Background: an optimization exercise with open tools, aiming at small area. Do not read the settings as production practice. Function was checked by simulation only, so behaviour that the tests miss may differ from the original. Power figures rest on the tool's default switching activity, not on a simulated workload.

$ cat design/flow/flow/run.sh
#!/bin/bash
# Standard ORFS layout, with one change to synthesis: a delay-constrained, area-recovering
# ABC script (flow/abc.script) and Brent-Kung arithmetic instead of the Kogge-Stone adder map
# and full/half-adder cell extraction. Every later step is the standard flow.
set -euo pipefail
here=$(pwd)
rm -rf "$here/scripts_own"
cp -r "$FLOW_HOME/scripts" "$here/scripts_own"
cp "$here/flow/abc.script" "$here/scripts_own/abc_speed.script"
export SCRIPTS_DIR="$here/scripts_own"
bash standard.sh ADDER_MAP_FILE= SYNTH_OPERATIONS_ARGS=-noshare finish > "$here/make_finish.log" 2>&1
$ cat design/flow/flow/abc.script
strash
&get -n
&fraig -x
&put
scorr
dc2
strash
&get -n
&dch -f
&nf -D 4000
&put
$ cat design/flow/standard.sh
#!/bin/bash
# synth_recipe.tcl (not shown) runs the flow's synth.tcl, then flattens the netlist and writes it again
# the make line also repeats each setting of config.mk as NAME=value (left out here)
make -C /OpenROAD-flow-scripts/flow DESIGN_CONFIG=/design/flow/config.mk WORK_HOME=/design/flow/orfs CLKGATE_MAP_FILE= SYNTH_SCRIPT=/design/flow/synth_recipe.tcl "${@:-finish}"
$ cat design/flow/config.mk
export PLATFORM = sky130hd
export DESIGN_NAME = pwm_top
export DESIGN_NICKNAME = pwm_top
export VERILOG_FILES = /design/flow/design.v
export SDC_FILE = /design/flow/constraint.sdc
export NUM_CORES = 4
export LEC_CHECK = 0
export CAP_MARGIN = 20
export CORE_MARGIN = 2
export CORE_UTILIZATION = 60
export CTS_CLUSTER_DIAMETER = 150
export CTS_CLUSTER_SIZE = 20
export PLACE_DENSITY = 0.75
export SETUP_SLACK_MARGIN = 0.3
export SLEW_MARGIN = 20
$ cat design/flow/constraint.sdc
create_clock -name core_clock -period 6.0 [get_ports {clk}]
set_input_delay 1.2000 -clock core_clock [delete_from_list [all_inputs] [get_ports {clk}]]
set_output_delay 1.2000 -clock core_clock [all_outputs]
set_load 0.01 [all_outputs]
$ cat design/flow/design.v
module pwm_chan (
    input  wire        clk,
    input  wire        rst_q,      
    input  wire        cfg_we,
    input  wire        per_we,
    input  wire        cmp_we,
    input  wire [15:0] wd0,        
    input  wire [15:0] wdp,        
    input  wire        en,         
    input  wire        en_start,   
    input  wire        hold,       
    output reg  [8:0]  cfg_buf,    
    output reg  [15:0] per_buf,
    output reg  [15:0] cmp_buf,
    output reg  [15:0] cmp_act,
    output wire        pol_act,
    output wire        ref_o,      
    output wire        upd_o       
);
    localparam [15:0] PER_RST = 16'd19999;
    reg        align_act;
    reg        umode_act;
    reg        pol_r;
    reg [3:0]  psc_eff;
    reg [15:0] per_eff;
    reg [11:0] psc_cnt;
    reg [15:0] ncnt;    
    wire [15:0] cnt = ~ncnt;
    reg        down;
    assign pol_act = pol_r;
    wire        per_small = (per_buf[15:1] == 15'd0);
    wire        per_full  = (&per_buf) && !cfg_buf[0];
    wire [15:0] per_ld    = {per_buf[15:2], per_buf[1] | per_small, per_buf[0] & !per_small & !per_full};
    wire        psc_big   = cfg_buf[8] & cfg_buf[7] & (cfg_buf[6] | cfg_buf[5]);    
    wire [3:0]  psc_ld    = psc_big ? 4'd12 : cfg_buf[8:5];
    reg [11:0] psc_hi;    
    reg [11:0] psc_inc;
    reg        pc;
    integer i;
    always @(*) begin
        pc = 1'b1;
        for (i = 0; i < 12; i = i + 1) begin
            psc_hi[i]  = (psc_eff <= i);
            psc_inc[i] = psc_cnt[i] ^ pc;
            pc = pc & psc_cnt[i];
        end
    end
    wire tick = en && (&(psc_cnt | psc_hi));
    wire        cdn = align_act && down;
    reg  [15:0] cnt_step;
    reg         cs;
    integer b;
    always @(*) begin
        cs = 1'b1;
        for (b = 0; b < 16; b = b + 1) begin
            cnt_step[b] = cnt[b] ^ cs;
            cs = cs & (cnt[b] ^ cdn);
        end
    end
    wire [16:0] dx     = {1'b0, per_eff} + {1'b1, ncnt} + {16'd0, cdn};
    wire        dx_neg = dx[16];
    wire top_e  = dx_neg;                                    
    wire top_c  = (dx_neg || (dx[15:0] == 16'd0)) && !cs;    
    wire mid_e  = (dx[15:0] == {1'b0, per_eff[15:1]});      
    wire low_c  = (cnt[15:1] == 15'd0);
    wire wrap   = align_act ? (down && low_c) : top_e;
    wire mid    = align_act ? (!down && top_c) : (!top_e && mid_e);
    wire [15:0] ncnt_nx = wrap ? 16'hFFFF : ~cnt_step;
    wire        down_nx = align_act && (down ? !low_c : top_c);
    wire [15:0] rop = align_act ? dx[15:0] : cnt;
    wire rcmp = (cmp_act > rop);
    assign ref_o = en && ((align_act && dx_neg) || rcmp);
    wire upd = en_start || (tick && (wrap || (umode_act && mid)));
    assign upd_o = upd;
    always @(posedge clk) begin
        if ((upd && !hold) || rst_q) begin
            align_act <= cfg_buf[0];
            umode_act <= cfg_buf[1];
            pol_r     <= cfg_buf[2];
            psc_eff   <= psc_ld;
            per_eff   <= per_ld;
            cmp_act   <= cmp_buf;
        end
        if (cfg_we) cfg_buf <= {wd0[8:5], 2'b00, wd0[2:0]};
        if (per_we) per_buf <= wdp;
        if (cmp_we) cmp_buf <= wd0;
        if (en_start || !en) begin
            psc_cnt <= 12'd0;
            ncnt    <= 16'hFFFF;
            down    <= 1'b0;
        end else if (tick) begin
            psc_cnt <= 12'd0;
            ncnt    <= ncnt_nx;
            down    <= down_nx;
        end else begin
            psc_cnt <= psc_inc;
        end
    end
endmodule
module pwm_top (
    input  wire        clk,
    input  wire        rst,
    input  wire        wr_en,
    input  wire [8:0]  addr,
    input  wire [31:0] wdata,
    output reg  [31:0] rdata,
    input  wire [5:0]  trip,
    output reg  [11:0] pwm
);
    localparam [9:0]  DEAD_RST = 10'd200;
    localparam [15:0] PER_RST  = 16'd19999;
    function [9:0] inc10;                 
        input [9:0] a;
        integer i;
        reg c;
        begin
            c = 1'b1;
            for (i = 0; i < 10; i = i + 1) begin
                inc10[i] = a[i] ^ c;
                c = c & a[i];
            end
        end
    endfunction
    reg  [11:0] out_en;
    reg         upd_hold;
    reg  [5:0]  trip_q;
    reg         rst_q;
    wire glob_we = wr_en && (addr[8:2] == 7'h10);           
    wire [16:0] wd0 = wdata[16:0] & {17{!rst}};
    wire [15:0] wdp = rst ? PER_RST : wdata[15:0];
    wire [9:0]  wdd = rst ? DEAD_RST : wdata[9:0];
    wire [11:0] en_start = glob_we ? (wdata[11:0] & ~out_en) : 12'd0;
    wire [8:0]  cfg_buf [0:11];
    wire [15:0] per_buf [0:11];
    wire [15:0] cmp_buf [0:11];
    wire [15:0] cmp_act [0:11];
    wire [11:0] pol_act;
    wire [11:0] ref_w;
    wire [11:0] upd_w;
    genvar n;
    generate
        for (n = 0; n < 12; n = n + 1) begin : ch
            wire sel = wr_en && addr[8] && (addr[7:4] == n[3:0]);
            wire [1:0] a = addr[3:2];
            pwm_chan u_chan (
                .clk      (clk),
                .rst_q    (rst_q),
                .cfg_we   ((sel && a == 2'd0) || rst),
                .per_we   ((sel && a == 2'd1) || rst),
                .cmp_we   ((sel && a == 2'd2) || rst),
                .wd0      (wd0[15:0]),
                .wdp      (wdp),
                .en       (out_en[n]),
                .en_start (en_start[n]),
                .hold     (upd_hold),
                .cfg_buf  (cfg_buf[n]),
                .per_buf  (per_buf[n]),
                .cmp_buf  (cmp_buf[n]),
                .cmp_act  (cmp_act[n]),
                .pol_act  (pol_act[n]),
                .ref_o    (ref_w[n]),
                .upd_o    (upd_w[n])
            );
        end
    endgenerate
    reg  [9:0] dead_buf [0:5];
    reg  [9:0] dead_act [0:5];
    reg  [5:0] pair_buf;
    reg  [5:0] pair_act;
    reg  [9:0] run      [0:5];    
    reg  [5:0] run_lvl;           
    reg  [11:0] act;
    reg [5:0] dead_ok, dead_zero;
    integer k;
    always @(*) begin
        for (k = 0; k < 6; k = k + 1) begin
            dead_ok[k]   = (run[k] >= dead_act[k]);
            dead_zero[k] = (dead_act[k] == 10'd0);
        end
        for (k = 0; k < 6; k = k + 1) begin
            if (pair_act[k]) begin
                act[2*k]   =  ref_w[2*k] && (run_lvl[k]  ? dead_ok[k] : dead_zero[k]);
                act[2*k+1] = !ref_w[2*k] && (!run_lvl[k] ? dead_ok[k] : dead_zero[k]);
            end else begin
                act[2*k]   = ref_w[2*k];
                act[2*k+1] = ref_w[2*k+1];
            end
        end
    end
    reg [11:0] pwm_nx;
    integer m;
    always @(*) begin
        for (m = 0; m < 12; m = m + 1) begin
            if (trip[m/2] || !out_en[m])
                pwm_nx[m] = pol_act[m];
            else
                pwm_nx[m] = act[m] ^ pol_act[m];
        end
    end
    integer j;
    always @(posedge clk) begin
        if (glob_we || rst) begin
            out_en   <= wd0[11:0];
            upd_hold <= wd0[16];
        end
        for (j = 0; j < 6; j = j + 1)
            if ((wr_en && addr[8:5] == 4'h4 && addr[4:2] == j[2:0]) || rst) begin    
                dead_buf[j] <= wdd;
                pair_buf[j] <= wd0[16];
            end
        rst_q  <= rst;
        trip_q <= trip;
        pwm    <= pwm_nx & {12{!(rst || rst_q)}};
        for (j = 0; j < 6; j = j + 1) begin
            if ((upd_w[2*j] && !upd_hold) || rst_q) begin
                dead_act[j] <= dead_buf[j];
                pair_act[j] <= pair_buf[j];
            end
            run_lvl[j] <= ref_w[2*j];
            if ((ref_w[2*j] != run_lvl[j]) || rst_q) run[j] <= 10'd1;
            else if (run[j] != 10'h3FF)               run[j] <= inc10(run[j]);
        end
    end
    reg [8:0]  cfg_s;
    reg [15:0] per_s, cmp_s, act_s;
    reg [1:0]  lvl_s;
    reg [9:0]  dead_s;
    reg        pair_s;
    reg [31:0] rd_nx;
    integer r;
    always @(*) begin
        cfg_s  = 9'd0;
        per_s  = 16'd0;
        cmp_s  = 16'd0;
        act_s  = 16'd0;
        lvl_s  = 2'd0;
        dead_s = 10'd0;
        pair_s = 1'b0;
        for (r = 0; r < 12; r = r + 1)
            if (addr[7:4] == r[3:0]) begin
                cfg_s = cfg_s | cfg_buf[r];
                per_s = per_s | per_buf[r];
                cmp_s = cmp_s | cmp_buf[r];
                act_s = act_s | cmp_act[r];
                lvl_s = lvl_s | {trip_q[r/2], pwm[r]};
            end
        for (r = 0; r < 6; r = r + 1)
            if (addr[4:2] == r[2:0]) begin
                dead_s = dead_s | dead_buf[r];
                pair_s = pair_s | pair_buf[r];
            end
        rd_nx = 32'd0;
        if (addr[8]) begin
            case (addr[3:2])
                2'd0: rd_nx = {23'd0, cfg_s};
                2'd1: rd_nx = {16'd0, per_s};
                2'd2: rd_nx = {16'd0, cmp_s};
                2'd3: rd_nx = {act_s & {16{!rst_q}}, 14'd0, lvl_s[1] & !rst_q, lvl_s[0]};
            endcase
        end else if (addr[7:2] == 6'h10)
            rd_nx = {15'd0, upd_hold, 4'd0, out_en};
        else if (addr[7:5] == 3'h4)
            rd_nx = {15'd0, pair_s, 6'd0, dead_s};
    end
    always @(posedge clk) begin
        if (rst) rdata <= 32'd0;
        else     rdata <= rd_nx;
    end
endmodule
==> results of run 1 <==
-- cells in the mapped netlist, types with 165 or more instances --
library cell  count
nor2_1          737
nor3_1          187
edfxtp_1       1081
clkinv_1        183
dfxtp_1         465
nand2_1         464
a222oi_1        165
xnor2_1         449
a21oi_1         386
xor2_1          263
nand3_1         283
o21ai_0         248
-- metrics by stage --
step / worst slack [ps] / hold slack (ps) / cell area, sq um / utilization, % / TNS, ps
global route: -16.8 / 458 / 84200 / 69.0 / -161
global placement: 43.6 / 429 / 79000 / 64.7 / 0
CTS: 231 / 449 / 82400 / 67.5 / 0
floorplan: -358 / 409 / 74700 / - / -17730
detailed placement: -44.2 / 433 / 79000 / 64.8 / -1410
finish: 143 / 441 / 84200 / 69.0 / 0
-- worst reg2reg max path, cell delays in order (launching register included) --
cell      delay, ps
edfxtp_1        390
and2_4          150
maj3_2          300
maj3_2          330
maj3_2          310
maj3_2          320
maj3_2          320
maj3_2          350
a211oi_4        240
buf_4           160
o311ai_4        100
a311oi_2        350
o31ai_2         130
maj3_2          320
maj3_2          340
xnor2_2         220
and4_1          240
o21ai_2          70
o21ai_1         180
nand2_1          70
a31oi_1         170
or2_4           180
buf_12          170
buf_16          180
-- layer usage --
| layer | global-route usage (%) | vias up |
|---|---|---|
| met5 | 0.943 | - |
| met4 | 27.8 | 26 |
| met3 | 17.4 | 1082 |
| met2 | 61.8 | 4509 |
| met1 | 53.9 | 30200 |
| li1 | - | 26800 |
-- where the power goes --
part	total (mW)	switching, mW	internal [mW]
Combinational	2.90	1.80	1.11
Clock	6.51	3.71	2.80
Sequential	13.2	0.999	12.2
-- kinds of logic (layout without fill, tap and decap cells) --
logic type,after synthesis,after routing,share of synthesized area [%]
and+or+nand+nor,2581,2581,17.2
AOI/OAI and AO/OA,1552,1552,14.5
DFF,1546,1546,56.4
xor gates and xnor gates,712,712,8.42
buffers and inverters,207,744,1.05
adders and majority gates,102,102,1.38
muxes,69,69,0.999
other,0,16,0
-- layout make-up --
class	instances	area (sq um)
flip-flops and latches	1546	41800
clock inverters	8	161
repair buffers	400	4190
clock buffers	153	2420
multi-input cells	5016	32900
fillers	8970	37800
inverters	183	688
diodes	16	40.0
well taps	1625	2030
-- state kept, by name, indices dropped and copies added (netlist names), 32 cells and up --
register	flops
rdata	32
ch.u_chan.psc_eff	48
dead_buf	60
ch.u_chan.psc_cnt	144
ch.u_chan.cmp_act	192
ch.u_chan.cfg_buf	84
ch.u_chan.per_buf	192
ch.u_chan.ncnt	192
ch.u_chan.cmp_buf	192
run	60
dead_act	60
ch.u_chan.per_eff	192
-- path summary, 6_finish.rpt --
check        cells after the start               startpoint  slack, ps                 endpoint
max                             23   ch[1].u_chan.align_act        140  ch[1].u_chan.per_eff[5]
min                              0  ch[8].u_chan.cmp_buf[3]        440  ch[8].u_chan.cmp_act[3]
max reg2reg                     23   ch[1].u_chan.align_act        140  ch[1].u_chan.per_eff[5]
min reg2reg                      0  ch[8].u_chan.cmp_buf[3]        440  ch[8].u_chan.cmp_act[3]
-- repair_timing --
action                                  CTS  global route
cloned                                   10            20
endpoints found under the setup margin  244           595
buffers inserted                         38            87
pin swaps                                23           111
gates resized for setup                  39           118
==> results.toml, run 1 <==
[outcome]
status = "timing/DRC/antenna clean"

[setup_path]
cp-end-kind = "register"
slowest_stage = "edfxtp_1"
worstPathRequired_ps = 6480
crit_top_cell = "maj3_2"
worstPathMaxFanout = 6
path_buf_inv = 3
critPathLaunchType = "register"
slowest_delay_ps = 390
crit_chain = "and2_4, maj3_2, maj3_2, maj3_2, maj3_2, maj3_2, maj3_2, a211oi_4, buf_4, o311ai_4, a311oi_2, o31ai_2, maj3_2, maj3_2, xnor2_2, and4_1, o21ai_2, o21ai_1, nand2_1, a31oi_1, or2_4, buf_12, buf_16"
critical_path_class = "reg2reg"
crit_family = "adder cells"
critPathArrivalTime_ps = 6340

[clock_network]
clockBufferDepth = 3
numCtsBuffers = 87
cts_tree = "built"
hold_buffers = 0
htreeDepth = 3
cts.sinks = 1546
cts.clk_slew.worst_paths_ps = 100
clock-root-buffer = "clkbuf_16"
clk_latency_ps = 790

[timing]
period_minus_slack_ps = 5860
max-slew-margin-rel_pct = 4.90
hold_violations = 0
setup_viol_count_final = 0
worst_pin_slew_ps = 1430
rsz0062_at_grt = "true"
max_freq_mhz = 171
finalClockSkew_ps = 41.8
slew_viol_final = 0
fin_crit_sh_pct = 97.6

[floorplan]
start_util_pct = 60.7
num_rows = 128
ioPinCount = 94
die_h_um = 355
die_area_sq_um = 126000
dieWidth_um = 355
core_sq_um = 122000

[logic_synthesis]
synth_cells = 6769
synthFlopType = "edfxtp_1"
yosysUniqueCellTypes = 69
yosysTopAreaCellShare_pct = 43.8
synth_edf_count = 1081
syn_area_sq_um = 74000
synth-seq-cells = 1546
synth_top_cell_by_area = "edfxtp_1"
yosysWarnings = 8
synth_seq_area_share_pct = 56.4
synth_area_leaders = "edfxtp_1, dfxtp_1, xnor2_1"
syn_nets = 6819
avgSynthCellArea_sq_um = 10.9
async_flop_share_pct = 0

[finish]
final_cell_mix = "edfxtp_1, nor2_1, dfxtp_1"
fin_cells = 8947
layout_commonest_cell = "edfxtp_1"
drive_gt1_share_pct = 9.44
nNetsFinal = 7284
syn2layout_area_growth_pct = 13.8

[min_path]
hold_class = "reg2reg"

[placed_design]
portBuffers = 76
dp_hpwl_um = 206000
place.gp.congestion = 1.07
dp.cells = 8613

[routing]
drtIter0Drc = 10900
wl_met2_um = 117000
viasPerCell = 7.00
wire_per_inst_um = 31.6
first_pass_iters = 14
postRouteAntennaNets = 0
highest-signal-layer = "met5"
dr_total_vias = 62600
drc = 0
met1Wirelength_um = 98800
wl_met3_um = 42900
routed_wl_um = 283000

[global_route]
grt_max_degree = 51
grt_pass1_vias = 56200
grt_pass1_wl_um = 390000
grt_usage_pct = 43.1
overflow = 0
antenna_found_initial = 30

[pwr]
p_leak_nw = 28.0
p_per_area_nw_per_um2 = 268
power_mw = 22.6
ir_drop_uv = 360

[job]
drv_cap = 0
==> inputs of run 2 (changes only) <==
--- a/design/flow/config.mk
+++ b/design/flow/config.mk
@@ -11,5 +11,5 @@
 export CTS_CLUSTER_DIAMETER = 150
 export CTS_CLUSTER_SIZE = 20
 export PLACE_DENSITY = 0.75
-export SETUP_SLACK_MARGIN = 0.3
+export SETUP_SLACK_MARGIN = 0.2
 export SLEW_MARGIN = 20
==> run 2 against run 1 <==
Clock power barely moved. Final area shrank 0.14%. Still clean on timing, DRC and antenna. Highest routed layer unchanged. Cell count is essentially flat. Global-route usage up 0.52 points. Synthesized cell count unchanged. Clock skew fell by 1.7 ps. Count of clock-buffer cells in the layout unchanged. Die area unchanged. Combinational power hardly changed.
==> results.toml, run 2 <==
[floorplan]
ioPinCount = 94
die_h_um = 355
die_area_sq_um = 126000
core_sq_um = 122000
dieWidth_um = 355
num_rows = 128
start_util_pct = 60.7

[global_route]
grt_max_degree = 58
grt_pass1_vias = 55900
antenna_found_initial = 33
grt_usage_pct = 43.6
grt_pass1_wl_um = 395000
overflow = 0

[timing]
setup_viol_count_final = 0
max_freq_mhz = 169
hold_violations = 0
fin_crit_sh_pct = 98.3
period_minus_slack_ps = 5900
finalClockSkew_ps = 40.0
worst_pin_slew_ps = 1400
fin_ws_ps = 100
max-slew-margin-rel_pct = 6.65
slew_viol_final = 0
rsz0062_at_grt = "true"

[setup_path]
slowest_stage = "o41a_1"
critPathArrivalTime_ps = 6370
path_buf_inv = 2
slowest_delay_ps = 440
worstPathRequired_ps = 6470
worstPathMaxFanout = 5
crit_family = "compound AO/OA/AOI/OAI gates"
cp-end-kind = "register"
crit_chain = "and2_4, maj3_2, maj3_2, maj3_2, maj3_2, maj3_2, maj3_2, a211oi_4, o311ai_4, a311oi_2, o31ai_4, o21ai_2, xor2_2, xnor2_1, nand2_1, o41a_1, o31ai_4, a31oi_2, o21bai_4, buf_12, clkbuf_16"
critPathLaunchType = "register"
timing.critical_path.from = "ch[3].u_chan.align_act"
critical_path_class = "reg2reg"
crit_top_cell = "maj3_2"
r2r_start = "ch[3].u_chan.align_act"

[finish]
syn2layout_area_growth_pct = 13.6
final_cell_area_sq_um = 84100
layout_commonest_cell = "edfxtp_1"
drive_gt1_share_pct = 9.20
nNetsFinal = 7283
finish.utilization_pct = 68.9
final_cell_mix = "edfxtp_1, nor2_1, dfxtp_1"
fin_cells = 8944

[clock_network]
numCtsBuffers = 87
cts_tree = "built"
hold_buffers = 0
clock-root-buffer = "clkbuf_16"
htreeDepth = 3
cts.clk_slew.worst_paths_ps = 90
clockBufferDepth = 3
clk_latency_ps = 780
cts.sinks = 1546

[pwr]
p_leak_nw = 28.0
ir_drop_uv = 275
p_per_area_nw_per_um2 = 269
power_mw = 22.6

[placed_design]
place_ws_ps = 38.3
portBuffers = 76
dp_hpwl_um = 207000
dp.cells = 8636
place.gp.congestion = 1.10
placed_area_sq_um = 79200

[logic_synthesis]
synth_top_cell_by_area = "edfxtp_1"
yosysWarnings = 8
synth_seq_area_share_pct = 56.4
synth-seq-cells = 1546
async_flop_share_pct = 0
syn_area_sq_um = 74000
avgSynthCellArea_sq_um = 10.9
syn_nets = 6819
synth_cells = 6769
synth_commonest_cells = "edfxtp_1, nor2_1, dfxtp_1, nand2_1, xnor2_1"
synth_edf_count = 1081
synthMostInstantiatedCell = "edfxtp_1"
synthFlopType = "edfxtp_1"
synth_area_leaders = "edfxtp_1, dfxtp_1, xnor2_1"
yosysTopAreaCellShare_pct = 43.8
yosysUniqueCellTypes = 69

[routing]
drtIter0Drc = 12100
wire_per_inst_um = 32.1
postRouteAntennaNets = 0
dr_total_vias = 62900
drc = 0
routed_wl_um = 287000
viasPerCell = 7.03
first_pass_iters = 17

[min_path]
hold_class = "reg2reg"
min-delay-start = "ch[10].u_chan.cmp_buf[5]"

[outcome]
status = "timing/DRC/antenna clean"

[job]
drv_cap = 0
run 2: cell counts after synthesis:
Identical to the previous run, type by type.
run 2: logic make-up (layout without fill, tap and decap cells):
family          count (synthesis)  in the layout  synth area share [%]
simple gates                 2581           2586                  17.2
compound gates               1552           1552                  14.5
flops                        1546           1546                  56.4
xor+xnor                      712            712                  8.42
buf+inv                       207            738                  1.05
fa+ha+maj                     102            102                  1.38
mux                            69             69                 0.999
other cells                     0             14                     0
run 2: power breakdown:
group,leakage [nW],total (mW),switching (mW),internal [mW]
Sequential,14.3,13.2,0.999,12.2
Clock,1.22,6.53,3.72,2.81
Combinational,12.4,2.90,1.81,1.09
run 2: layer usage:
layer  vias to the layer above  share of wire, %  global-route usage [%]
li1                      26800                 -                       -
met1                     30100                35                    56.4
met2                      4831                41                    61.8
met3                      1063                15                    16.0
met4                        26               8.6                    28.3
met5                         -             0.069                       0
run 2: repair_timing:
item | in CTS | in global routing
resized for setup | 21 | 125
setup endpoints to repair | 223 | 573
cloned | 6 | 35
buffers inserted | 16 | 74
pin swaps | 11 | 109
hold endpoints to repair | 0 | 0
run 2: layout make-up:
type	count	area [sq um]
Sequential cell	1546	41800
Clock buffer	153	2420
Tap cell	1625	2030
Antenna cell	14	35.0
Timing Repair Buffer	394	4080
Fill cell	9038	37900
Clock inverter	8	158
Inverter	183	687
Multi-Input combinational cell	5021	32900
run 2: per-stage QoR:
stage,hold slack (ps),TNS (ps)
floorplan,409,-17730
global placement,427,0
detailed placement,432,0
CTS,442,0
global route,462,-2350
finish,444,0
run 2: worst reg2reg max path, cell delays in order (launching register included):
cell and delay (ps):
edfxtp_1 410, and2_4 160, maj3_2 320, maj3_2 320
maj3_2 320, maj3_2 320, maj3_2 330, maj3_2 370
a211oi_4 350, o311ai_4 140, a311oi_2 410, o31ai_4 110
o21ai_2 240, xor2_2 210, xnor2_1 140, nand2_1 60
o41a_1 440, o31ai_4 280, a31oi_2 80, o21bai_4 220
buf_12 180, clkbuf_16 190
run 2: worst paths after layout:
check                              to  slack, ps  cells after the start
max           ch[3].u_chan.per_eff[8]        100                     21
min          ch[10].u_chan.cmp_act[5]        440                      0
max reg2reg   ch[3].u_chan.per_eff[8]        100                     21
min reg2reg  ch[10].u_chan.cmp_act[5]        440                      0
==> inputs of run 3 (changes only) <==
--- a/design/flow/config.mk
+++ b/design/flow/config.mk
@@ -13,3 +13,4 @@
 export PLACE_DENSITY = 0.75
 export SETUP_SLACK_MARGIN = 0.2
 export SLEW_MARGIN = 20
+export TNS_END_PERCENT = 0
==> run 3 against run 2 <==
Still clean on timing, DRC and antenna. Die area unchanged. Critical path depth increased by 2. Utilization increased by 0.30 points.
==> results.toml, run 3 <==
[setup_path]
critPathLaunchType = "register"
critical_path_class = "reg2reg"
critPathArrivalTime_ps = 6350
worstPathRequired_ps = 6490
worstPathMaxFanout = 6
rrSetupSlack_ps = 140
cp-end-kind = "register"

[logic_synthesis]
avgSynthCellArea_sq_um = 10.9
async_flop_share_pct = 0
synth_seq_area_share_pct = 56.4
synth_commonest_cells = "edfxtp_1, nor2_1, dfxtp_1, nand2_1, xnor2_1"
yosysTopAreaCellShare_pct = 43.8
synthFlopType = "edfxtp_1"
synthMostInstantiatedCell = "edfxtp_1"
yosysWarnings = 8
synth_area_leaders = "edfxtp_1, dfxtp_1, xnor2_1"
syn_nets = 6819
yosysUniqueCellTypes = 69
syn_area_sq_um = 74000
synth_top_cell_by_area = "edfxtp_1"
synth-seq-cells = 1546
synth_edf_count = 1081
synth_cells = 6769

[routing]
first_pass_iters = 12
wire_per_inst_um = 31.6
dr_total_vias = 63100
drc = 0
postRouteAntennaNets = 0
viasPerCell = 6.97
drtIter0Drc = 10900
routed_wl_um = 286000

[floorplan]
core_sq_um = 122000
start_util_pct = 60.7
ioPinCount = 94
die_area_sq_um = 126000
num_rows = 128
die_h_um = 355
dieWidth_um = 355

[pwr]
switching_share_pct = 28.8
clkPwrFrac_pct = 28.8
combPwrFrac_pct = 12.9
ir_drop_uv = 288
p_seq_share_pct = 58.3
p_leak_nw = 28.3
p_sw_mw = 6.50
p_per_area_nw_per_um2 = 268
internal-power_mw = 16.1

[clock_network]
hold_buffers = 0
clk_latency_ps = 770
cts.sinks = 1546
cts_tree = "built"
clock-root-buffer = "clkbuf_16"
numCtsBuffers = 87
htreeDepth = 3
cts.clk_slew.worst_paths_ps = 80
clockBufferDepth = 3

[timing]
max_freq_mhz = 171
fin_crit_sh_pct = 97.7
worst_pin_slew_ps = 1360
rsz0062_at_grt = "true"
max-slew-margin-rel_pct = 9.02
period_minus_slack_ps = 5860
slew_viol_final = 0
finalClockSkew_ps = 32.3
hold_violations = 0
setup_viol_count_final = 0
tns_ps = 0

[outcome]
status = "timing/DRC/antenna clean"

[finish]
syn2layout_area_growth_pct = 14.1
final_cell_mix = "edfxtp_1, nor2_1, dfxtp_1"
drive_gt1_share_pct = 9.93
layout_commonest_cell = "edfxtp_1"
final_cell_area_sq_um = 84500
finish.utilization_pct = 69.2
nNetsFinal = 7380

[global_route]
antenna_found_initial = 36
grt_pass1_vias = 56800
grt_max_degree = 58
grt_pass1_wl_um = 400000
overflow = 0
grt_usage_pct = 44.2

[placed_design]
place.gp.congestion = 1.09
dp_hpwl_um = 211000
placed_area_sq_um = 80000
portBuffers = 76

[min_path]
hold_class = "reg2reg"

[job]
drv_cap = 0
## run 3: cell counts after synthesis
No cell type changed its count.
## run 3: repair_timing
action	in CTS	in global routing
gates cloned	9	6
setup endpoints to repair	522	606
buffers inserted	38	22
gates resized for setup	68	152
pin swaps	43	110
## run 3: logic make-up after synthesis
kind of cell    Yosys count  synth area share [%]
flops                  1546                  56.4
buf+inv                 207                  1.05
compound gates         1552                  14.5
simple gates           2581                  17.2
fa+ha+maj               102                  1.38
xor+xnor                712                  8.42
mux                      69                 0.999
## run 3: layer usage
| layer | wire [um] | track usage (%) |
|---|---|---|
| met5 | 202 | 0 |
| met4 | 22600 | 26.1 |
| met3 | 42800 | 16.5 |
| met2 | 118000 | 64.0 |
| met1 | 102000 | 56.8 |
## run 3: path summary, 6_finish.rpt
kind                                from                 endpoint  cells past startpoint
setup / recovery  ch[3].u_chan.align_act  ch[3].u_chan.psc_eff[3]                     23
hold / removal                 run[2][0]                run[2][0]                      1
setup reg to reg  ch[3].u_chan.align_act  ch[3].u_chan.psc_eff[3]                     23
hold reg to reg                run[2][0]                run[2][0]                      1
## run 3: power groups by stage
stage                     logic (mW)  clock network (mW)  registers, mW
after floorplan                 1.57                   0           12.8
after global placement          2.55                   0           13.3
after detailed placement        2.60                   0           13.3
after CTS                       2.70                6.45           13.1
after global routing            3.05                6.81           13.2
final                           2.92                6.51           13.2
## run 3: cell type report
class / count / area, sq um
inverter: 183 / 687
clock buffer: 152 / 2420
fill: 9047 / 37600
clock inverter: 8 / 151
sequential: 1546 / 41800
multi-input combinational: 5016 / 32700
tap: 1625 / 2030
timing repair buffer: 496 / 4690
antenna: 17 / 42.5
## run 3: stage by stage
| step | power, mW | std cells | worst slack, ps | hold WS [ps] |
|---|---|---|---|---|
| 2_1_floorplan | 14.4 | 6769 | -602 | 409 |
| 3_5_place_dp | 15.9 | 8787 | -190 | 430 |
| 5_1_grt | 23.0 | 9026 | -33.5 | 451 |
| 6_report | 22.6 | 9043 | 139 | 445 |
| 3_3_place_gp | 15.9 | 8786 | -173 | 425 |
| 4_1_cts | 22.2 | 8994 | 98.2 | 437 |
## run 3: critical path, cell delays in order, from the launching register on
cell	delay, ps
edfxtp_1	430
and2_4	190
maj3_2	310
maj3_2	310
maj3_2	310
maj3_2	310
maj3_2	310
maj3_2	360
a211oi_4	300
o311ai_4	130
a311oi_2	360
o31ai_2	110
o21ai_1	200
buf_4	160
xor2_2	180
xnor2_1	140
nand2_1	70
o41a_1	400
o31ai_4	310
a31oi_2	80
o21bai_4	220
buf_6	130
buf_6	120
clkbuf_16	150
==> inputs of run 4 (changes only) <==
--- a/design/flow/config.mk
+++ b/design/flow/config.mk
@@ -11,6 +11,6 @@
 export CTS_CLUSTER_DIAMETER = 150
 export CTS_CLUSTER_SIZE = 20
 export PLACE_DENSITY = 0.75
-export SETUP_SLACK_MARGIN = 0.2
+export SETUP_SLACK_MARGIN = 0.3
 export SLEW_MARGIN = 20
 export TNS_END_PERCENT = 0
==> run 4 against run 3 <==
Synthesized cell count stayed put. Total power is 0.44% higher. First-iteration DRC count rose by 6.2%. Still clean. Wire length is 0.77% higher. Non-clock buffer count is 25 higher. Sequential share of layout area down 0.40 points. Critical path depth shrank 1. Via count up 0.42%. Register-to-register slack improved by 20 ps. Maximum frequency grew 0.41%. Global-route usage rose by 0.27 points. Largest cell class unchanged. Combinational power grew 2%.
==> results.toml, run 4 <==
[clock_network]
clk_latency_ps = 780
hold_buffers = 0
cts.clk_slew.worst_paths_ps = 90
cts.sinks = 1546
clock-root-buffer = "clkbuf_16"
htreeDepth = 3
clockBufferDepth = 3
cts_tree = "built"
numCtsBuffers = 87

[timing]
finalClockSkew_ps = 30.1
worst_pin_slew_ps = 1410
rsz0062_at_grt = "true"
max_freq_mhz = 171
holdWs_ps = 444
hold_violations = 0
fin_ws_ps = 163
setup_viol_count_final = 0
fin_crit_sh_pct = 97.3
max-slew-margin-rel_pct = 5.91
slew_viol_final = 0
period_minus_slack_ps = 5840

[logic_synthesis]
syn_area_sq_um = 74000
synth_top_cell_by_area = "edfxtp_1"
async_flop_share_pct = 0
synthMostInstantiatedCell = "edfxtp_1"
yosysUniqueCellTypes = 69
yosysWarnings = 8
synth_edf_count = 1081
synth-seq-cells = 1546
synth_seq_area_share_pct = 56.4
yosysTopAreaCellShare_pct = 43.8
synthFlopType = "edfxtp_1"
synth_area_leaders = "edfxtp_1, dfxtp_1, xnor2_1"
syn_nets = 6819
synth_cells = 6769
synth_commonest_cells = "edfxtp_1, nor2_1, dfxtp_1, nand2_1, xnor2_1"
avgSynthCellArea_sq_um = 10.9

[floorplan]
core_sq_um = 122000
start_util_pct = 60.7
die_area_sq_um = 126000
ioPinCount = 94
die_h_um = 355
dieWidth_um = 355
num_rows = 128

[pwr]
p_leak_nw = 28.6
power_mw = 22.7
ir_drop_uv = 285
p_per_area_nw_per_um2 = 267

[job]
drv_cap = 0

[placed_design]
portBuffers = 76
dp_hpwl_um = 211000
place_ws_ps = -190
place.gp.congestion = 1.09

[routing]
routed_wl_um = 288000
postRouteAntennaNets = 0
drtIter0Drc = 11500
viasPerCell = 6.98
first_pass_iters = 13
drc = 0
dr_total_vias = 63300
wire_per_inst_um = 31.7

[global_route]
antenna_found_initial = 33
grt_usage_pct = 44.5
overflow = 0
grt_pass1_wl_um = 402000
grt_pass1_vias = 57200
grt_max_degree = 58

[setup_path]
critPathLaunchType = "register"
worstPathRequired_ps = 6480
critPathArrivalTime_ps = 6320
rrSetupSlack_ps = 160
worstPathMaxFanout = 7
critical_path_class = "reg2reg"
cp-end-kind = "register"

[finish]
layout_commonest_cell = "edfxtp_1"
nNetsFinal = 7406
fillerInstances = 8949
final_cell_mix = "edfxtp_1, nor2_1, dfxtp_1"
multi_input_area_sq_um = 33000
drive_gt1_share_pct = 11.0
register_area_sq_um = 41800
syn2layout_area_growth_pct = 15.0

[outcome]
status = "timing/DRC/antenna clean"

[min_path]
hold_class = "reg2reg"
[run 4: cell count changes in the layout (fill, tap and decap cells not counted), moves of 7 or more]
cell	previous run	this run
buf_6	13	34
maj3_1	48	39
maj3_2	54	63
a21oi_1	378	371
a21oi_2	7	14
xnor2_1	437	430
[run 4: critical path: stages (launching register included)]
cell      delay (ps)
edfxtp_1         400
and2_4           180
maj3_2           310
maj3_2           330
maj3_2           330
maj3_2           340
maj3_2           330
maj3_2           350
a211oi_4         290
o311ai_4         120
a311oi_2         280
o31ai_2          120
maj3_2           340
maj3_2           350
maj3_2           350
o41ai_2           70
o21ai_1          140
o21ai_1          180
a31oi_2          140
o21bai_4         220
buf_6            170
buf_12           110
buf_16           130
[run 4: logic make-up (layout without fill, tap and decap cells)]
| family | Yosys count | in the layout | share of synthesized area, % |
|---|---|---|---|
| and+or+nand+nor | 2581 | 2582 | 17.2 |
| buffers and inverters | 207 | 864 | 1.05 |
| muxes | 69 | 69 | 0.999 |
| adders and majority gates | 102 | 102 | 1.38 |
| AOI/OAI and AO/OA | 1552 | 1552 | 14.5 |
| DFF | 1546 | 1546 | 56.4 |
| xor gates and xnor gates | 712 | 712 | 8.42 |
| other | 0 | 19 | 0 |
[run 4: final cells by class]
type	instances	area share, %
antenna	19	0.0558
clock buffer	152	2.84
clock inverter	8	0.178
inverter	183	0.807
multi-input combinational	5017	38.8
sequential	1546	49.0
tap	1625	2.39
timing repair buffer	521	5.93
[run 4: worst paths after layout]
| kind | from | end | depth (start not counted) |
|---|---|---|---|
| worst max-delay path | ch[11].u_chan.align_act | ch[11].u_chan.per_eff[10] | 22 |
| worst min-delay path | run[2][0] | run[2][0] | 1 |
| worst max register to register | ch[11].u_chan.align_act | ch[11].u_chan.per_eff[10] | 22 |
| worst min register to register | run[2][0] | run[2][0] | 1 |
[run 4: power breakdown]
part / leakage [nW] / total, mW / internal (mW) / switching, mW
clock: 1.22 / 6.53 / 2.81 / 3.73
combinational: 13.1 / 2.99 / 1.17 / 1.82
sequential: 14.3 / 13.2 / 12.2 / 1.02
[run 4: timing repair]
action	CTS	global route
cloned	14	2
endpoints found under the setup margin	545	606
pin swaps	80	162
gates resized for setup	112	209
buffers inserted	68	16
[run 4: per-layer routing]
layer	track usage, %	wire length, um
met1	56.9	102000
met2	64.4	120000
met3	16.6	43300
met4	26.6	22700
met5	1.09	350
[run 4: metrics by stage]
step / utilization (%) / cells / TNS [ps] / area, sq um
floorplan: - / 6769 / -289340 / 74300
global placement: 65.6 / 8786 / -13780 / 80000
detailed placement: 65.6 / 8787 / -31280 / 80000
CTS: 68.8 / 9029 / 0 / 83900
global route: 69.8 / 9053 / -0.384 / 85100
finish: 69.8 / 9071 / 0 / 85200

[port drivers added, routing unchanged]
The flow's constraints put no driver on any port. The routed layouts listed below were extracted and timed again, unchanged, in two steps. Step 1, drivers: a clkbuf_16 drives clk and a buf_2 each remaining input, both assumed. Step 2 adds t to the input delays and takes it off the output delays; t is the mean of the earliest and latest rising clock arrival at the registers after step 1. Input paths then give back, and output paths get back, about the clock's delay inside the block. Three values: no drivers, after step 1, after step 2; two values: the first two.
run | t, ns | setup WS [ns] | worst slew at a driven data input, ns
run 1 | 0.849 | 0.143 / 0.143 / 0.143 | 0.10
run 2 | 0.849 | 0.100 / 0.100 / 0.100 | 0.09
run 3 | 0.843 | 0.139 / 0.139 / -0.080 | 0.09
run 4 | 0.844 | 0.163 / 0.163 / -0.076 | 0.10
Met with ideal ports but missed after step 2: setup timing in run 3 and run 4. For run 4, which loses most, drivers alone change the setup slack by 0.000 ns; drivers and shift together by -0.239 ns.
